Context: an optimization exercise on an open-source flow, tuned for small area, a short achievable clock period and few clock cycles. The choices shown serve that exercise and are no tape-out recipe.
Function was checked by simulation only, so behaviour that the tests miss may differ from the original.
No activity file was given, so power comes from the tool's default toggle rates.

[flow/flow/run.sh]
#!/bin/bash
# Standard layout, with timing repair aimed below the clock period: repair_timing
# is asked for a setup slack of SETUP_SLACK_MARGIN ns at the design's clock, so
# it sizes and buffers the critical paths instead of stopping once they fit.
# The tools' own logs stay under orfs/logs; make's output goes to standard.log.
set -euo pipefail
bash standard.sh SETUP_SLACK_MARGIN=8 finish > standard.log 2>&1
[flow/standard.sh]
#!/bin/bash
# synth_recipe.tcl (not shown) runs the flow's synth.tcl, then flattens the netlist and writes it again
# the make line also repeats each setting of config.mk as NAME=value (left out here)
make -C /OpenROAD-flow-scripts/flow DESIGN_CONFIG=/design/flow/config.mk WORK_HOME=/design/flow/orfs CLKGATE_MAP_FILE= SYNTH_SCRIPT=/design/flow/synth_recipe.tcl "${@:-finish}"
[flow/config.mk]
export PLATFORM = sky130hd
export DESIGN_NAME = ce_array
export DESIGN_NICKNAME = ce_array
export VERILOG_FILES = /design/flow/design.v
export SDC_FILE = /design/flow/constraint.sdc
export NUM_CORES = 4
export LEC_CHECK = 0
export CAP_MARGIN = 20
export CELL_PAD_IN_SITES_DETAIL_PLACEMENT = 1
export CELL_PAD_IN_SITES_GLOBAL_PLACEMENT = 1
export CORE_MARGIN = 2
export CORE_UTILIZATION = 35
export CTS_CLUSTER_DIAMETER = 80
export CTS_CLUSTER_SIZE = 30
export PLACE_DENSITY = 0.5
export SLEW_MARGIN = 50
[flow/constraint.sdc]
create_clock -name core_clock -period 13.0 [get_ports {clk}]
set_input_delay 2.6000 -clock core_clock [delete_from_list [all_inputs] [get_ports {clk}]]
set_output_delay 2.6000 -clock core_clock [all_outputs]
set_load 0.01 [all_outputs]
[flow/design.v]
module ce_mac (
  input  wire [7:0]  u, v, w, n,
  input  wire [8:0]  x, y, z, nx, ny, nz,
  input  wire        xn8, yn8, zn8, nxn8, nyn8, nzn8,
  input  wire [15:0] t,         
  output wire [15:0] t_next,
  output wire        c1,
  output wire        c2
);
  wire [8:0] r0 = ({9{u[0]}} & x) | ({9{v[0]}} & y) | ({9{w[0]}} & z);
  wire rb8_0 = (u[0] & xn8) | (v[0] & yn8) | (w[0] & zn8) | n[0];
  wire [8:0] r1 = ({9{u[1]}} & x) | ({9{v[1]}} & y) | ({9{w[1]}} & z);
  wire rb8_1 = (u[1] & xn8) | (v[1] & yn8) | (w[1] & zn8) | n[1];
  wire [8:0] r2 = ({9{u[2]}} & x) | ({9{v[2]}} & y) | ({9{w[2]}} & z);
  wire rb8_2 = (u[2] & xn8) | (v[2] & yn8) | (w[2] & zn8) | n[2];
  wire [8:0] r3 = ({9{u[3]}} & x) | ({9{v[3]}} & y) | ({9{w[3]}} & z);
  wire rb8_3 = (u[3] & xn8) | (v[3] & yn8) | (w[3] & zn8) | n[3];
  wire [8:0] r4 = ({9{u[4]}} & x) | ({9{v[4]}} & y) | ({9{w[4]}} & z);
  wire rb8_4 = (u[4] & xn8) | (v[4] & yn8) | (w[4] & zn8) | n[4];
  wire [8:0] r5 = ({9{u[5]}} & x) | ({9{v[5]}} & y) | ({9{w[5]}} & z);
  wire rb8_5 = (u[5] & xn8) | (v[5] & yn8) | (w[5] & zn8) | n[5];
  wire [8:0] r6 = ({9{u[6]}} & x) | ({9{v[6]}} & y) | ({9{w[6]}} & z);
  wire rb8_6 = (u[6] & xn8) | (v[6] & yn8) | (w[6] & zn8) | n[6];
  wire [8:0] r7 = ({9{u[7]}} & nx) | ({9{v[7]}} & ny) | ({9{w[7]}} & nz);
  wire rb8_7 = (u[7] & nxn8) | (v[7] & nyn8) | (w[7] & nzn8) | n[7];
  wire fs1, fc2, fs3, fc4, fs5, fc6, fs7, fc8, fs9, fc10, fs11, fc12, fs13, fc14, fs15, fc16, fs17, fc18, fs19, fc20, fs21, fc22, fs23, fc24, fs25, fc26, fs27, fc28, fs29, fc30, fs31, fc32, fs33, fc34, fs35, fc36, fs37, fc38, fs39, fc40, fs41, fc42, fs43, fc44, fs45, fc46, fs47, fc48, fs49, fc50, fs51, fc52, fs53, fc54, fs55, fc56, fs57, fc58, fs59, fc60, fs61, fc62, fs63, fc64, fs65, fc66, fs67, fc68, fs69, fc70, fs71, fc72, fs73, fc74, fs75, fc76, fs77, fc78, fs79, fc80, fs81, fc82, fs83, fc84, fs85, fc86, fs87, fc88, fs89, fc90, fs91, fc92, fs93, fc94, fs95, fc96, fs97, fc98, fs99, fc100, fs101, fc102, fs103, fc104, fs105, fc106, fs107, fc108, fs109, fc110, fs111, fc112, fs113, fc114, fs115, fc116, fs117, fc118, fs119, fc120, fs121, fc122, fs123, fc124, fs125, fc126;
  assign fs1 = t[1] ^ r0[1];
  assign fc2 = t[1] & r0[1];
  assign fs3 = t[2] ^ r2[0] ^ r1[1];
  assign fc4 = (t[2] & r2[0]) | (t[2] & r1[1]) | (r2[0] & r1[1]);
  assign fs5 = r0[2] ^ fc2;
  assign fc6 = r0[2] & fc2;
  assign fs7 = t[3] ^ r0[3] ^ r1[2];
  assign fc8 = (t[3] & r0[3]) | (t[3] & r1[2]) | (r0[3] & r1[2]);
  assign fs9 = r2[1] ^ r3[0] ^ fc4;
  assign fc10 = (r2[1] & r3[0]) | (r2[1] & fc4) | (r3[0] & fc4);
  assign fs11 = fs7 ^ fc6;
  assign fc12 = fs7 & fc6;
  assign fs13 = t[4] ^ r2[2] ^ r0[4];
  assign fc14 = (t[4] & r2[2]) | (t[4] & r0[4]) | (r2[2] & r0[4]);
  assign fs15 = r4[0] ^ r1[3] ^ r3[1];
  assign fc16 = (r4[0] & r1[3]) | (r4[0] & r3[1]) | (r1[3] & r3[1]);
  assign fs17 = fc8 ^ fs15 ^ fs13;
  assign fc18 = (fc8 & fs15) | (fc8 & fs13) | (fs15 & fs13);
  assign fs19 = fc12 ^ fc10;
  assign fc20 = fc12 & fc10;
  assign fs21 = t[5] ^ r0[5] ^ r1[4];
  assign fc22 = (t[5] & r0[5]) | (t[5] & r1[4]) | (r0[5] & r1[4]);
  assign fs23 = r2[3] ^ r4[1] ^ r5[0];
  assign fc24 = (r2[3] & r4[1]) | (r2[3] & r5[0]) | (r4[1] & r5[0]);
  assign fs25 = r3[2] ^ fc14 ^ fc16;
  assign fc26 = (r3[2] & fc14) | (r3[2] & fc16) | (fc14 & fc16);
  assign fs27 = fs21 ^ fs23 ^ fs25;
  assign fc28 = (fs21 & fs23) | (fs21 & fs25) | (fs23 & fs25);
  assign fs29 = fc18 ^ fc20;
  assign fc30 = fc18 & fc20;
  assign fs31 = t[6] ^ r3[3] ^ r6[0];
  assign fc32 = (t[6] & r3[3]) | (t[6] & r6[0]) | (r3[3] & r6[0]);
  assign fs33 = r2[4] ^ r0[6];
  assign fc34 = r2[4] & r0[6];
  assign fs35 = r5[1] ^ r1[5] ^ r4[2];
  assign fc36 = (r5[1] & r1[5]) | (r5[1] & r4[2]) | (r1[5] & r4[2]);
  assign fs37 = fs33 ^ fc24 ^ fc22;
  assign fc38 = (fs33 & fc24) | (fs33 & fc22) | (fc24 & fc22);
  assign fs39 = fs31 ^ fs35 ^ fc26;
  assign fc40 = (fs31 & fs35) | (fs31 & fc26) | (fs35 & fc26);
  assign fs41 = fs37 ^ fs39 ^ fc28;
  assign fc42 = (fs37 & fs39) | (fs37 & fc28) | (fs39 & fc28);
  assign fs43 = t[7] ^ r2[5];
  assign fc44 = t[7] & r2[5];
  assign fs45 = r4[3] ^ r5[2] ^ r6[1];
  assign fc46 = (r4[3] & r5[2]) | (r4[3] & r6[1]) | (r5[2] & r6[1]);
  assign fs47 = r3[4] ^ r7[0] ^ r1[6];
  assign fc48 = (r3[4] & r7[0]) | (r3[4] & r1[6]) | (r7[0] & r1[6]);
  assign fs49 = r0[7] ^ fc34 ^ fs43;
  assign fc50 = (r0[7] & fc34) | (r0[7] & fs43) | (fc34 & fs43);
  assign fs51 = fc32 ^ fc36 ^ fs47;
  assign fc52 = (fc32 & fc36) | (fc32 & fs47) | (fc36 & fs47);
  assign fs53 = fs45 ^ fc38 ^ fs49;
  assign fc54 = (fs45 & fc38) | (fs45 & fs49) | (fc38 & fs49);
  assign fs55 = fs51 ^ fc40 ^ fs53;
  assign fc56 = (fs51 & fc40) | (fs51 & fs53) | (fc40 & fs53);
  assign fs57 = t[8] ^ r6[2] ^ r0[8];
  assign fc58 = (t[8] & r6[2]) | (t[8] & r0[8]) | (r6[2] & r0[8]);
  assign fs59 = r3[5] ^ r2[6] ^ r5[3];
  assign fc60 = (r3[5] & r2[6]) | (r3[5] & r5[3]) | (r2[6] & r5[3]);
  assign fs61 = r4[4] ^ r1[7] ^ r7[1];
  assign fc62 = (r4[4] & r1[7]) | (r4[4] & r7[1]) | (r1[7] & r7[1]);
  assign fs63 = fc44 ^ fc46 ^ fc48;
  assign fc64 = (fc44 & fc46) | (fc44 & fc48) | (fc46 & fc48);
  assign fs65 = fs59 ^ fs61 ^ fs57;
  assign fc66 = (fs59 & fs61) | (fs59 & fs57) | (fs61 & fs57);
  assign fs67 = fc50 ^ fs63 ^ fc52;
  assign fc68 = (fc50 & fs63) | (fc50 & fc52) | (fs63 & fc52);
  assign fs69 = fs65 ^ fc54 ^ fs67;
  assign fc70 = (fs65 & fc54) | (fs65 & fs67) | (fc54 & fs67);
  assign fs71 = t[9] ^ r5[4] ^ rb8_1;
  assign fc72 = (t[9] & r5[4]) | (t[9] & rb8_1) | (r5[4] & rb8_1);
  assign fs73 = r4[5] ^ rb8_0 ^ r3[6];
  assign fc74 = (r4[5] & rb8_0) | (r4[5] & r3[6]) | (rb8_0 & r3[6]);
  assign fs75 = r7[2] ^ r2[7] ^ r6[3];
  assign fc76 = (r7[2] & r2[7]) | (r7[2] & r6[3]) | (r2[7] & r6[3]);
  assign fs77 = fc62 ^ fc60 ^ fc58;
  assign fc78 = (fc62 & fc60) | (fc62 & fc58) | (fc60 & fc58);
  assign fs79 = fs75 ^ fs73 ^ fs71;
  assign fc80 = (fs75 & fs73) | (fs75 & fs71) | (fs73 & fs71);
  assign fs81 = fc64 ^ fc66 ^ fs77;
  assign fc82 = (fc64 & fc66) | (fc64 & fs77) | (fc66 & fs77);
  assign fs83 = fs79 ^ fc68 ^ fs81;
  assign fc84 = (fs79 & fc68) | (fs79 & fs81) | (fc68 & fs81);
  assign fs85 = t[10] ^ r6[4] ^ r4[6];
  assign fc86 = (t[10] & r6[4]) | (t[10] & r4[6]) | (r6[4] & r4[6]);
  assign fs87 = r7[3] ^ rb8_2 ^ r3[7];
  assign fc88 = (r7[3] & rb8_2) | (r7[3] & r3[7]) | (rb8_2 & r3[7]);
  assign fs89 = r5[5] ^ fc74 ^ fc76;
  assign fc90 = (r5[5] & fc74) | (r5[5] & fc76) | (fc74 & fc76);
  assign fs91 = fc72 ^ fs87 ^ fs85;
  assign fc92 = (fc72 & fs87) | (fc72 & fs85) | (fs87 & fs85);
  assign fs93 = fc78 ^ fs89 ^ fc80;
  assign fc94 = (fc78 & fs89) | (fc78 & fc80) | (fs89 & fc80);
  assign fs95 = fs91 ^ fc82 ^ fs93;
  assign fc96 = (fs91 & fc82) | (fs91 & fs93) | (fc82 & fs93);
  assign fs97 = t[11] ^ r4[7] ^ r7[4];
  assign fc98 = (t[11] & r4[7]) | (t[11] & r7[4]) | (r4[7] & r7[4]);
  assign fs99 = rb8_3 ^ r5[6] ^ r6[5];
  assign fc100 = (rb8_3 & r5[6]) | (rb8_3 & r6[5]) | (r5[6] & r6[5]);
  assign fs101 = fc86 ^ fc88 ^ fs97;
  assign fc102 = (fc86 & fc88) | (fc86 & fs97) | (fc88 & fs97);
  assign fs103 = fs99 ^ fc90 ^ fc92;
  assign fc104 = (fs99 & fc90) | (fs99 & fc92) | (fc90 & fc92);
  assign fs105 = fs101 ^ fc94 ^ fs103;
  assign fc106 = (fs101 & fc94) | (fs101 & fs103) | (fc94 & fs103);
  assign fs107 = t[12] ^ r5[7] ^ r6[6];
  assign fc108 = (t[12] & r5[7]) | (t[12] & r6[6]) | (r5[7] & r6[6]);
  assign fs109 = r7[5] ^ rb8_4 ^ fc98;
  assign fc110 = (r7[5] & rb8_4) | (r7[5] & fc98) | (rb8_4 & fc98);
  assign fs111 = fc100 ^ fs107 ^ fc102;
  assign fc112 = (fc100 & fs107) | (fc100 & fc102) | (fs107 & fc102);
  assign fs113 = fs109 ^ fc104 ^ fs111;
  assign fc114 = (fs109 & fc104) | (fs109 & fs111) | (fc104 & fs111);
  assign fs115 = t[13] ^ rb8_5 ^ r6[7];
  assign fc116 = (t[13] & rb8_5) | (t[13] & r6[7]) | (rb8_5 & r6[7]);
  assign fs117 = r7[6] ^ fc108 ^ fs115;
  assign fc118 = (r7[6] & fc108) | (r7[6] & fs115) | (fc108 & fs115);
  assign fs119 = fc110 ^ fs117 ^ fc112;
  assign fc120 = (fc110 & fs117) | (fc110 & fc112) | (fs117 & fc112);
  assign fs121 = t[14] ^ r7[7] ^ rb8_6;
  assign fc122 = (t[14] & r7[7]) | (t[14] & rb8_6) | (r7[7] & rb8_6);
  assign fs123 = fc116 ^ fs121 ^ fc118;
  assign fc124 = (fc116 & fs121) | (fc116 & fc118) | (fs121 & fc118);
  assign fs125 = t[15] ^ rb8_7 ^ fc122;
  assign fc126 = (t[15] & rb8_7) | (t[15] & fc122) | (rb8_7 & fc122);
  wire [15:0] opa = {fc124, fc120, fc114, fc106, fc96, fc84, fc70, fc56, fc42, fc30, fs27, fs17, fs9, fs3, r1[0], r0[0]};
  wire [15:0] opb = {fs125, fs123, fs119, fs113, fs105, fs95, fs83, fs69, fs55, fs41, fs29, fs19, fs11, fs5, fs1, t[0]};
  assign {c1, t_next} = {1'b0, opa} + {1'b0, opb};
  assign c2 = fc126;
endmodule
module ce_cell (
  input  wire        clk,
  input  wire        clr,        
  input  wire        run_end,    
  input  wire        vr,         
  input  wire        vc,         
  input  wire [7:0]  u, v, w, n,    
  input  wire [8:0]  br, bi, nbi, sum, dif, nbr, nsum, ndif,
  input  wire [7:0]  n8,         
  output reg  [31:0] acc_re,
  output reg  [31:0] acc_im,
  output reg  [8:0]  acc_cnt
);
  reg  [15:0] t_re_lo, t_re_hi, t_im_lo, t_im_hi;
  reg         c1q_re, c2q_re, c1q_im, c2q_im;    
  wire        dp_re = c1q_re & c2q_re;
  wire        dm_re = ~c1q_re & ~c2q_re;
  wire        dp_im = c1q_im & c2q_im;
  wire        dm_im = ~c1q_im & ~c2q_im;
  wire [15:0] up_re, dn_re, up_im, dn_im;
  assign up_re[0] = 1'b1;
  assign dn_re[0] = 1'b1;
  assign up_im[0] = 1'b1;
  assign dn_im[0] = 1'b1;
  genvar i;
  generate
    for (i = 1; i < 16; i = i + 1) begin : g_hi
      assign up_re[i] = up_re[i-1] & t_re_hi[i-1];
      assign dn_re[i] = dn_re[i-1] & ~t_re_hi[i-1];
      assign up_im[i] = up_im[i-1] & t_im_hi[i-1];
      assign dn_im[i] = dn_im[i-1] & ~t_im_hi[i-1];
    end
  endgenerate
  wire [15:0] hi_re = t_re_hi ^ (({16{dp_re}} & up_re) | ({16{dm_re}} & dn_re));
  wire [15:0] hi_im = t_im_hi ^ (({16{dp_im}} & up_im) | ({16{dm_im}} & dn_im));
  wire [15:0] nx_re, nx_im;
  wire        c1_re, c2_re, c1_im, c2_im;
  ce_mac u_re (.u(u), .v(v), .w(w), .n(n),
               .x(br), .y(bi), .z(sum), .nx(nbr), .ny(nbi), .nz(nsum),
               .xn8(n8[0]), .yn8(n8[1]), .zn8(n8[3]), .nxn8(n8[5]), .nyn8(n8[2]), .nzn8(n8[6]),
               .t(t_re_lo), .t_next(nx_re), .c1(c1_re), .c2(c2_re));
  ce_mac u_im (.u(u), .v(v), .w(w), .n(n),
               .x(nbi), .y(br), .z(dif), .nx(bi), .ny(nbr), .nz(ndif),
               .xn8(n8[2]), .yn8(n8[0]), .zn8(n8[4]), .nxn8(n8[1]), .nyn8(n8[5]), .nzn8(n8[7]),
               .t(t_im_lo), .t_next(nx_im), .c1(c1_im), .c2(c2_im));
  always @(posedge clk) begin
    if (clr) begin
      t_re_lo <= 16'd0;
      t_im_lo <= 16'd0;
      t_re_hi <= 16'd0;
      t_im_hi <= 16'd0;
      c1q_re  <= 1'b1;     
      c2q_re  <= 1'b0;
      c1q_im  <= 1'b1;
      c2q_im  <= 1'b0;
      acc_cnt <= 9'd0;
    end else begin
      t_re_lo <= nx_re;
      t_im_lo <= nx_im;
      t_re_hi <= hi_re;
      t_im_hi <= hi_im;
      c1q_re  <= c1_re;
      c2q_re  <= c2_re;
      c1q_im  <= c1_im;
      c2q_im  <= c2_im;
      if (run_end)
        acc_cnt <= acc_cnt + {8'd0, vr & vc};
    end
    if (run_end) begin
      acc_re <= {hi_re, t_re_lo};
      acc_im <= {hi_im, t_im_lo};
    end
  end
endmodule
module ce_array (
  input  wire        clk,
  input  wire        rst,         
  input  wire        in_valid,
  output wire        in_ready,
  input  wire [1:0]  in_op,       
  input  wire        in_c8,
  input  wire [63:0] in_row,      
  input  wire [63:0] in_col,      
  input  wire [3:0]  in_vrow,
  input  wire [3:0]  in_vcol,
  input  wire [3:0]  in_addr,     
  output reg         out_valid,
  output reg  [31:0] out_re,
  output reg  [31:0] out_im,
  output wire [15:0] out_cnt
);
  localparam OP_STEP    = 2'd0;
  localparam OP_RUN_END = 2'd1;
  localparam OP_CLEAR   = 2'd2;
  localparam OP_READ    = 2'd3;
  assign in_ready = 1'b1;
  wire take = in_valid && !rst;
  reg        q_clr;         
  reg        q_run_end;
  reg        q_read;
  reg  [3:0] q_addr;
  reg  [3:0] q_vr, q_vc;
  reg  [31:0] q_sel_g [0:3];
  reg  [31:0] q_sel_u [0:3];
  reg  [79:0] q_dat_g [0:3];
  reg  [79:0] q_dat_u [0:3];
  wire step = take && in_op == OP_STEP;
  integer k;
  reg [7:0] ar, ai, br, bi;
  reg [8:0] vbr, vbi, vnbi, vsum, vdif, vnbr, vnsum, vndif;
  reg [71:0] dat;
  always @(posedge clk) begin
    q_clr     <= rst || (in_valid && in_op == OP_CLEAR);
    q_run_end <= take && in_op == OP_RUN_END;
    q_read    <= take && in_op == OP_READ;
    q_addr    <= in_addr;
    q_vr      <= in_vrow;
    q_vc      <= in_vcol;
    for (k = 0; k < 4; k = k + 1) begin
      ar = in_c8 ? in_row[16*k +: 8]     : {{4{in_row[16*k+7]}}, in_row[16*k+4 +: 4]};
      ai = in_c8 ? in_row[16*k+8 +: 8]   : {{4{in_row[16*k+3]}}, in_row[16*k +: 4]};
      br = in_c8 ? in_col[16*k +: 8]     : {{4{in_col[16*k+7]}}, in_col[16*k+4 +: 4]};
      bi = in_c8 ? in_col[16*k+8 +: 8]   : {{4{in_col[16*k+3]}}, in_col[16*k +: 4]};
      q_sel_u[k] <= {~(ar | ai), ar & ai, ~ar & ai, ar & ~ai};
      q_sel_g[k] <= {~({8{step}} & (ar | ai)), {8{step}} & ar & ai, {8{step}} & ~ar & ai,
                     {8{step}} & ar & ~ai};
      vbr   = {br[7], br};
      vbi   = {bi[7], bi};
      vnbi  = 9'd0 - vbi;
      vsum  = vbr + vbi;
      vdif  = vbr - vbi;
      vnbr  = 9'd0 - vbr;
      vnsum = 9'd0 - vbr - vbi;
      vndif = vbi - vbr;
      dat = {vndif, vnsum, vnbr, vdif, vsum, vnbi, vbi, vbr};
      q_dat_u[k] <= {~{vndif[8], vnsum[8], vnbr[8], vdif[8], vsum[8], vnbi[8], vbi[8], vbr[8]}, dat};
      q_dat_g[k] <= {~({8{step}} & {vndif[8], vnsum[8], vnbr[8], vdif[8], vsum[8], vnbi[8], vbi[8], vbr[8]}),
                     {72{step}} & dat};
    end
  end
  reg q_acc0;
  always @(posedge clk) begin
    if (q_clr)
      q_acc0 <= 1'b1;
    else if (q_run_end)
      q_acc0 <= 1'b0;
  end
  wire [31:0] cell_re  [0:15];
  wire [31:0] cell_im  [0:15];
  wire [8:0]  cell_cnt [0:15];
  genvar r, c;
  generate
    for (r = 0; r < 4; r = r + 1) begin : g_row
      for (c = 0; c < 4; c = c + 1) begin : g_col
        localparam SG = (r < 2) == (c < 2);
        wire [31:0] sel = SG ? q_sel_g[r] : q_sel_u[r];
        wire [79:0] dat = SG ? q_dat_u[c] : q_dat_g[c];
        ce_cell u_cell (
          .clk     (clk),
          .clr     (q_clr),
          .run_end (q_run_end),
          .vr      (q_vr[r]),
          .vc      (q_vc[c]),
          .u       (sel[7:0]),
          .v       (sel[15:8]),
          .w       (sel[23:16]),
          .n       (sel[31:24]),
          .br      (dat[8:0]),
          .bi      (dat[17:9]),
          .nbi     (dat[26:18]),
          .sum     (dat[35:27]),
          .dif     (dat[44:36]),
          .nbr     (dat[53:45]),
          .nsum    (dat[62:54]),
          .ndif    (dat[71:63]),
          .n8      (dat[79:72]),
          .acc_re  (cell_re[4*r + c]),
          .acc_im  (cell_im[4*r + c]),
          .acc_cnt (cell_cnt[4*r + c])
        );
      end
    end
  endgenerate
  reg [8:0] out_cnt9;
  assign out_cnt = {7'd0, out_cnt9};
  always @(posedge clk) begin
    out_valid <= q_read && !rst;
    out_re    <= q_acc0 ? 32'd0 : cell_re[q_addr];
    out_im    <= q_acc0 ? 32'd0 : cell_im[q_addr];
    out_cnt9  <= cell_cnt[q_addr];
  end
endmodule
==> impl_metrics.csv, run 1 <==
group,metric,value,unit
finish,nNetsFinal,24700,
drt,first_iter_violations,34000,
drt,ant_nets,0,
clocking,clk_latency,1.08,ns
logic_synthesis,synth_warnings,10,
sta,min_period_over_period,38.6,%
run,maxCapViolCount,0,
logic_synthesis,synth_top_flop_cell,"dfxtp_1",
floorplan,die_area,0.628,sq mm
logic_synthesis,synth_most_common_cell,"inv_1",
grt,grt_use_total,35.8,%
clocking,cts.sinks,3162,
worst_setup_path,crit_arrival,5.93,ns
sta,setup_viol,0,
drt,drtPass1Iterations,14,
drt,drcViolationCount,0,
logic_synthesis,async_flop_share,0,%
sta,tightest_slew,0.910,ns
finish,area_growth,13.3,%
power_and_ir_drop,p_leak,108,nW
logic_synthesis,synthesis.area,0.217,sq mm
run_status,status,"timing/DRC/antenna clean",
logic_synthesis,yosysUniqueCellTypes,90,
floorplan,rows,289,
logic_synthesis,synth_common_cells,"3514 x inv_1, 2138 x dfxtp_1, 1871 x a222oi_1, 1840 x fa_1, 1605 x clkbuf_1",
placement,io_buffer_count,219,
floorplan,die_h,792,microns
grt,grt_pass1_wl,1580000,microns
worst_hold_path,min_path_type,"flop to flop",
grt,grt_max_degree,93,
finish,regArea,0.0741,sq mm
power_and_ir_drop,ir_drop,0.118,mV
sta,period_needed,5.01,ns
grt,grt_overflow_total,0,
drt,drt_wl_total,1170000,microns
placement,gp_congestion,0.961,
logic_synthesis,yosys.area.top_type,"dfxtp_1",
worst_setup_path,cp_max_fo,27,
worst_setup_path,crit_type,"flop to flop",
logic_synthesis,ys_ff_latch,3162,
drt,via_per_inst,6.23,
clocking,clkTransAtPathRegs,0.07,ns
logic_synthesis,syn_inst,22200,
finish,fill_cells,68200,
drt,wl_per_cell,38.7,microns
logic_synthesis,synth_area_leaders,"dfxtp_1 20%, fa_1 17%, edfxtp_1 14%, a222oi_1 8.6%, inv_1 6.1%",
worst_setup_path,crit_path_end_kind,"flop",
sta,rsz0062_at_grt,"true",
logic_synthesis,synth-edff-count,1024,
worst_setup_path,worst_ep_required_time,13.92,ns
clocking,tritoncts,"done",
finish,layout-drive-gt1-share,10.3,%
grt,first_global_vias,187000,
floorplan,coreArea,0.619,sq mm
drt,vias,189000,
finish,multi_input_area,0.127,sq mm
sta,clock.fmax,199,MHz
sta,slew_headroom,37.6,%
sta,fin_skew,0.0962,ns
floorplan,io_pins,228,
logic_synthesis,netlist.area_leader.share,19.7,%
worst_setup_path,start_kind,"flop",
floorplan,initial_core_util,35.1,%
finish,utilization,39.8,%
clocking,cts_buffers,281,
power_and_ir_drop,powerDensity,173,mW/mm^2
clocking,cts_root_buffer,"clkbuf_16",
clocking,clockBufferDepth,4,
sta,maxSlewViolCount,0,
sta,hold_viol_final,0,
placement,dp_hpwl,854000,microns
sta,tns,0,ns
logic_synthesis,yosysSeqAreaShare,33.8,%
floorplan,die_x,792,microns
logic_synthesis,avgSynthCellArea,9.82,sq um
grt,antenna_found_initial,144,
clocking,htreeDepth,5,
worst max-delay path, stage by stage (launching register included):
cell and delay [ns]:
dfxtp_4 0.36, buf_4 0.49, buf_4 0.60, and4b_4 0.81
buf_4 0.42, buf_4 0.46, a22o_1 0.57, a221oi_2 0.21
nand4_1 0.37, o221a_2 0.43
power by group:
group / internal [W] / switching (W)
Combinational: 0.00703 / 0.0100
Sequential: 0.0125 / 0.00325
Clock: 0.00471 / 0.00501
Total: 0.0242 / 0.0183
final timing paths:
kind / startpoint / end / slack [ns] / cells past startpoint
worst min register to register: g_row[2].g_col[0].u_cell.t_im_lo[13] / g_row[2].g_col[0].u_cell.acc_im[13] / 0.43 / 0
worst max register to register: q_addr[0] / out_im[1] / 7.99 / 9
worst min-delay path: g_row[2].g_col[0].u_cell.t_im_lo[13] / g_row[2].g_col[0].u_cell.acc_im[13] / 0.43 / 0
worst max-delay path: q_addr[0] / out_im[1] / 7.99 / 9
cells in the final DEF, fill, tap and decap left out, types with 73 or more instances in the layout:
cell             instances
inv_1                 3496
a222oi_1              1871
dfxtp_1               1836
fa_1                  1809
nor2_1                1039
edfxtp_1              1024
nand2_1                991
ha_1                   887
a21oi_1                626
a22oi_1                551
xnor2_1                549
nor2b_1                482
and2_1                 469
xor2_1                 446
buf_4                  432
clkbuf_16              320
o21ai_0                318
nor3_1                 318
nand3_1                294
a22o_1                 268
dfxtp_2                240
clkdlybuf4s50_1        210
a211oi_1               201
and3_1                 162
o21a_1                 160
buf_6                  155
diode_2                153
nand4_1                150
a31oi_1                128
mux2i_1                126
a21o_1                 121
or3_1                  113
nand2b_1               113
buf_12                 102
a221oi_1                97
nor4_1                  92
o211ai_1                88
o21bai_1                73
area by class of cell:
cell class	instances	share of cell area, %
multi-input cells	13700	51.5
flip-flops and latches	3162	30.1
inverters	3525	5.37
repair buffers	1047	4.57
well taps	8293	4.21
clock buffers	319	3.05
clock inverters	196	1.09
diodes	153	0.155
registers in the layout, indices dropped and copies added (netlist names), 4 cells and up:
register                    flops
q_sel_u                       128
q_sel_g                       128
g_row.g_col.u_cell.c1q_im      16
g_row.g_col.u_cell.t_re_lo    256
g_row.g_col.u_cell.acc_re     512
q_dat_u                       280
g_row.g_col.u_cell.t_re_hi    256
out_re                         32
q_vc                            4
g_row.g_col.u_cell.t_im_hi    256
q_vr                            4
out_cnt9                        9
g_row.g_col.u_cell.c2q_re      16
q_dat_g                       280
g_row.g_col.u_cell.c1q_re      16
q_addr                          4
g_row.g_col.u_cell.c2q_im      16
g_row.g_col.u_cell.acc_im     512
g_row.g_col.u_cell.t_im_lo    256
out_im                         32
g_row.g_col.u_cell.acc_cnt    144
repair_timing:
item                       CTS  global route
setup buffers               22           102
setup endpoints to repair  209           190
resized for setup          402           654
hold buffers                 0             0
pin swaps                   68           305
gates cloned                 2            29
kinds of logic (layout without fill, tap and decap cells):
group	after synthesis	in the layout	share of synthesized area, %
mux	186	186	0.888
other cells	2	161	0.00345
xor+xnor	999	999	4.02
simple gates	4621	4621	10.8
flops	3162	3162	33.8
fa+ha+maj	2808	2808	22.5
compound gates	5071	5071	18.8
buf+inv	5305	5087	9.19
metal layers:
| metal | share of wire (%) | GRT usage (%) |
|---|---|---|
| met1 | 40 | 47.4 |
| met2 | 43 | 54.1 |
| met3 | 11 | 8.82 |
| met4 | 6.8 | 18.8 |
| met5 | 0.049 | 0.454 |
per-stage QoR:
stage	hold WS, ns	area, sq um	setup slack [ns]	total power (W)	instances
floorplan	0.408	218000	4.54	0.0253	22200
global placement	0.417	228000	5.81	0.0315	29500
detailed placement	0.420	230000	6.11	0.0318	29600
CTS	0.429	242000	7.94	0.0419	30100
global route	0.433	246000	7.91	0.0449	30300
finish	0.428	246000	7.99	0.0425	30400
Testbench counts, summed over its fixed seeds: cycles 33,456.
==> inputs of run 2 (changes only) <==
==> flow/run.sh (new file) <==
#!/bin/bash
# synth_recipe.tcl (not shown) runs the flow's synth.tcl, then flattens the netlist and writes it again
# the make line also repeats each setting of config.mk as NAME=value (left out here)
make -C /OpenROAD-flow-scripts/flow DESIGN_CONFIG=/design/flow/config.mk WORK_HOME=/design/flow/orfs CLKGATE_MAP_FILE= SYNTH_SCRIPT=/design/flow/synth_recipe.tcl finish
--- a/flow/config.mk
+++ b/flow/config.mk
@@ -10,7 +10,8 @@
 export CELL_PAD_IN_SITES_GLOBAL_PLACEMENT = 1
 export CORE_MARGIN = 2
-export CORE_UTILIZATION = 35
+export CORE_UTILIZATION = 30
 export CTS_CLUSTER_DIAMETER = 80
 export CTS_CLUSTER_SIZE = 30
-export PLACE_DENSITY = 0.5
+export PLACE_DENSITY = 0.4
+export SETUP_SLACK_MARGIN = 5
 export SLEW_MARGIN = 50
removed: flow/flow/run.sh
removed: flow/standard.sh
==> run 2 against run 1 <==
Highest routed layer unchanged. Final area shrank 0.66%. Maximum frequency shrank 17%. Critical endpoint is now q_dat_g[2][78]. Still clean on timing, DRC and antenna. Largest cell class unchanged. Sequential share of layout area grew 0.14 points.
==> impl_metrics.csv, run 2 <==
group,metric,value,unit
floorplan,die_x,855,microns
power_and_ir_drop,pwr-share-clk,24.8,%
worst_setup_path,worst_ep_required_time,13.96,ns
power_and_ir_drop,p_sw,0.0187,W
floorplan,die_area,0.732,sq mm
placement,io_buffer_count,219,
floorplan,io_pins,228,
logic_synthesis,avgSynthCellArea,9.82,sq um
worst_setup_path,crit_type,"primary input to flop",
worst_setup_path,path_delay_family,"buffers and inverters",
worst_setup_path,cp_num_buf_inv,2,
drt,vias,186000,
worst_setup_path,setup.worst_path.start,"in_c8",
floorplan,rows,312,
worst_setup_path,slowest_delay,0.69,ns
drt,wl_per_cell,39.2,microns
clocking,clockBufferDepth,4,
power_and_ir_drop,total_power,0.0430,W
placement,gp_congestion,0.920,
finish,final_common_cell,"inv_1",
worst_hold_path,hp-start,"g_row[0].g_col[2].u_cell.t_im_lo[15]",
sta,setup_viol,0,
clocking,post-cts-setup-buffers,0,
grt,first_global_vias,187000,
finish,area_growth,12.6,%
power_and_ir_drop,switching_share,43.4,%
power_and_ir_drop,pwr-share-seq,36.6,%
logic_synthesis,synth-edff-count,1024,
logic_synthesis,synth_common_cells,"3514 x inv_1, 2138 x dfxtp_1, 1871 x a222oi_1, 1840 x fa_1, 1605 x clkbuf_1",
logic_synthesis,synthesis.area,0.217,sq mm
drt,first_iter_violations,30700,
logic_synthesis,synth_warnings,10,
worst_setup_path,critPathSlowestCell,"mux2i_2",
logic_synthesis,ys_ff_latch,3162,
grt,grt_max_degree,107,
worst_setup_path,cp_max_fo,43,
logic_synthesis,yosys.area.top_type,"dfxtp_1",
sta,tns,0,ns
sta,fin_skew,0.0746,ns
sta,hold_viol_final,0,
logic_synthesis,async_flop_share,0,%
sta,slew_headroom,40.4,%
clocking,hold_buffers,0,
sta,min_period_over_period,46.2,%
placement,dp_cells,31000,
placement,dp_hpwl,928000,microns
power_and_ir_drop,powerDensity,176,mW/mm^2
grt,grt_use_total,33.0,%
logic_synthesis,yosysSeqAreaShare,33.8,%
grt,grt_overflow_total,0,
grt,antenna_found_initial,160,
logic_synthesis,syn_inst,22200,
finish,final_cell_mix,"3513 x inv_1, 1871 x a222oi_1, 1865 x dfxtp_1",
run,maxCapViolCount,0,
logic_synthesis,netlist.area_leader.share,19.7,%
clocking,cts_root_buffer,"clkbuf_16",
finish,largestRegisters,"g_row.g_col.u_cell.acc_im: 512 flops, g_row.g_col.u_cell.acc_re: 512 flops",
clocking,cts_buffers,313,
finish,fill_cells,80400,
worst_setup_path,crit_arrival,6.97,ns
drt,drt_wl_total,1240000,microns
power_and_ir_drop,p_leak,108,nW
logic_synthesis,synth_area_leaders,"dfxtp_1 20%, fa_1 17%, edfxtp_1 14%, a222oi_1 8.6%, inv_1 6.1%",
placement,post-place-ws,5.94,ns
logic_synthesis,synth_top_flop_cell,"dfxtp_1",
worst_setup_path,path_cells,"clkbuf_8 > buf_4 > mux2i_2 > ha_1 > nand3_1 > o311ai_0 > o41ai_1 > a21oi_1 > ha_1 > or2_2 > a21oi_1 > a21oi_1 > xnor2_1 > or2_2",
drt,ant_nets,0,
finish,layout.cells.non_filler,31700,
clocking,htreeDepth,5,
clocking,cts_resized,0,
finish,nNetsFinal,24700,
finish,multi_input_area,0.125,sq mm
sta,timing.hold.ws,0.423,ns
floorplan,coreArea,0.722,sq mm
finish,layout-drive-gt1-share,8.95,%
grt,grt_pass1_wl,1680000,microns
clocking,cts.sinks,3162,
sta,clock.fmax,166,MHz
power_and_ir_drop,ir_drop,0.102,mV
worst_setup_path,cp_common_cell,"a21oi_1",
sta,worst_slack,6.99,ns
worst_setup_path,crit_path_end_kind,"flop",
drt,drcViolationCount,0,
logic_synthesis,synth_most_common_cell,"inv_1",
clocking,clk_latency,1.09,ns
run_status,status,"timing/DRC/antenna clean",
drt,drtPass1Iterations,14,
power_and_ir_drop,cell_internal_pwr,0.0243,W
floorplan,die_h,855,microns
finish,regArea,0.0739,sq mm
clocking,clkTransAtPathRegs,0.12,ns
worst_hold_path,min_path_type,"flop to flop",
drt,via_per_inst,5.89,
sta,period_needed,6.01,ns
worst_setup_path,crit-reg2reg-launch,"q_sel_g[0][17]",
sta,tightest_slew,0.895,ns
clocking,tritoncts,"done",
worst_setup_path,start_kind,"primary input",
sta,rsz0062_at_grt,"false",
sta,maxSlewViolCount,0,
logic_synthesis,yosysUniqueCellTypes,90,
power_and_ir_drop,combPwrFrac,38.6,%
floorplan,initial_core_util,30.1,%
run 2: area by class of cell:
| cell class | count | area share, % |
|---|---|---|
| Antenna cell | 127 | 0.130 |
| Tap cell | 9577 | 4.89 |
| Clock inverter | 244 | 1.48 |
| Multi-Input combinational cell | 13700 | 51.1 |
| Sequential cell | 3162 | 30.2 |
| Timing Repair Buffer | 1013 | 3.53 |
| Clock buffer | 334 | 3.26 |
| Inverter | 3525 | 5.41 |
run 2: power by group through the flow:
stage | Sequential (W) | Combinational, W | Clock (W)
2_1_floorplan | 0.0137 | 0.0116 | 0
3_3_place_gp | 0.0159 | 0.0163 | 0
3_5_place_dp | 0.0159 | 0.0165 | 0
4_1_cts | 0.0157 | 0.0166 | 0.0109
5_1_grt | 0.0158 | 0.0185 | 0.0113
6_report | 0.0157 | 0.0166 | 0.0107
run 2: metrics by stage:
step                utilization (%)  area (sq um)
detailed placement             32.2        233000
CTS                            33.8        244000
global route                   33.9        245000
floorplan                         -        218000
finish                         33.9        245000
global placement               32.0        231000
run 2: logic make-up after synthesis:
family,Yosys count,synth area share (%)
simple gates,4621,10.8
compound gates,5071,18.8
fa+ha+maj,2808,22.5
mux,186,0.888
flops,3162,33.8
buf+inv,5305,9.19
xor+xnor,999,4.02
other cells,2,0.00345
run 2: worst paths after layout:
kind	cells past startpoint	slack (ns)	end
max	14	6.99	q_dat_g[2][78]
min	0	0.42	g_row[0].g_col[2].u_cell.acc_im[15]
max reg2reg	17	7.05	g_row[0].g_col[1].u_cell.c1q_im
min reg2reg	0	0.42	g_row[0].g_col[2].u_cell.acc_im[15]
run 2: metal layers:
| layer | GRT usage (%) | share of wire (%) | up-vias |
|---|---|---|---|
| met3 | 6.27 | 8.5 | 1559 |
| li1 | - | - | 78000 |
| met1 | 44.7 | 42 | 97900 |
| met4 | 14.3 | 5.3 | 54 |
| met5 | 0 | 0.029 | - |
| met2 | 51.4 | 44 | 9046 |

## static timing again, ports no longer ideal
No port has a modelled driver above. Below, the same layouts with a new extraction and two added sets of constraints.
Step 1 (the two cells are an assumption about what drives the block):
set clk [get_ports {clk}]
set_driving_cell -lib_cell sky130_fd_sc_hd__clkbuf_16 $clk
set_driving_cell -lib_cell sky130_fd_sc_hd__buf_2 [delete_from_list [all_inputs] $clk]
Step 2, shift: input delay + t, output delay - t, t = (earliest + latest rising clock arrival at the registers) / 2. This alone moves slack from input paths to output paths.
a / b / c = ideal / step 1 / step 2; a / b = the first two.
run	t, ns	setup slack, ns	hold slack, ns	slew at the worst register clock pin (ns)	worst data-port slew with drivers (ns)
run 1	1.169	7.985 / 7.939 / 6.927	0.428 / 0.428 / 0.428	0.12 / 0.12	0.46
run 2	1.194	6.988 / 7.050 / 5.914	0.423 / 0.423 / 0.423	0.12 / 0.12	0.48
After both steps every run listed still meets setup and hold. For run 2, which loses most, drivers alone change the setup slack by +0.062 ns; drivers and shift together by -1.074 ns.
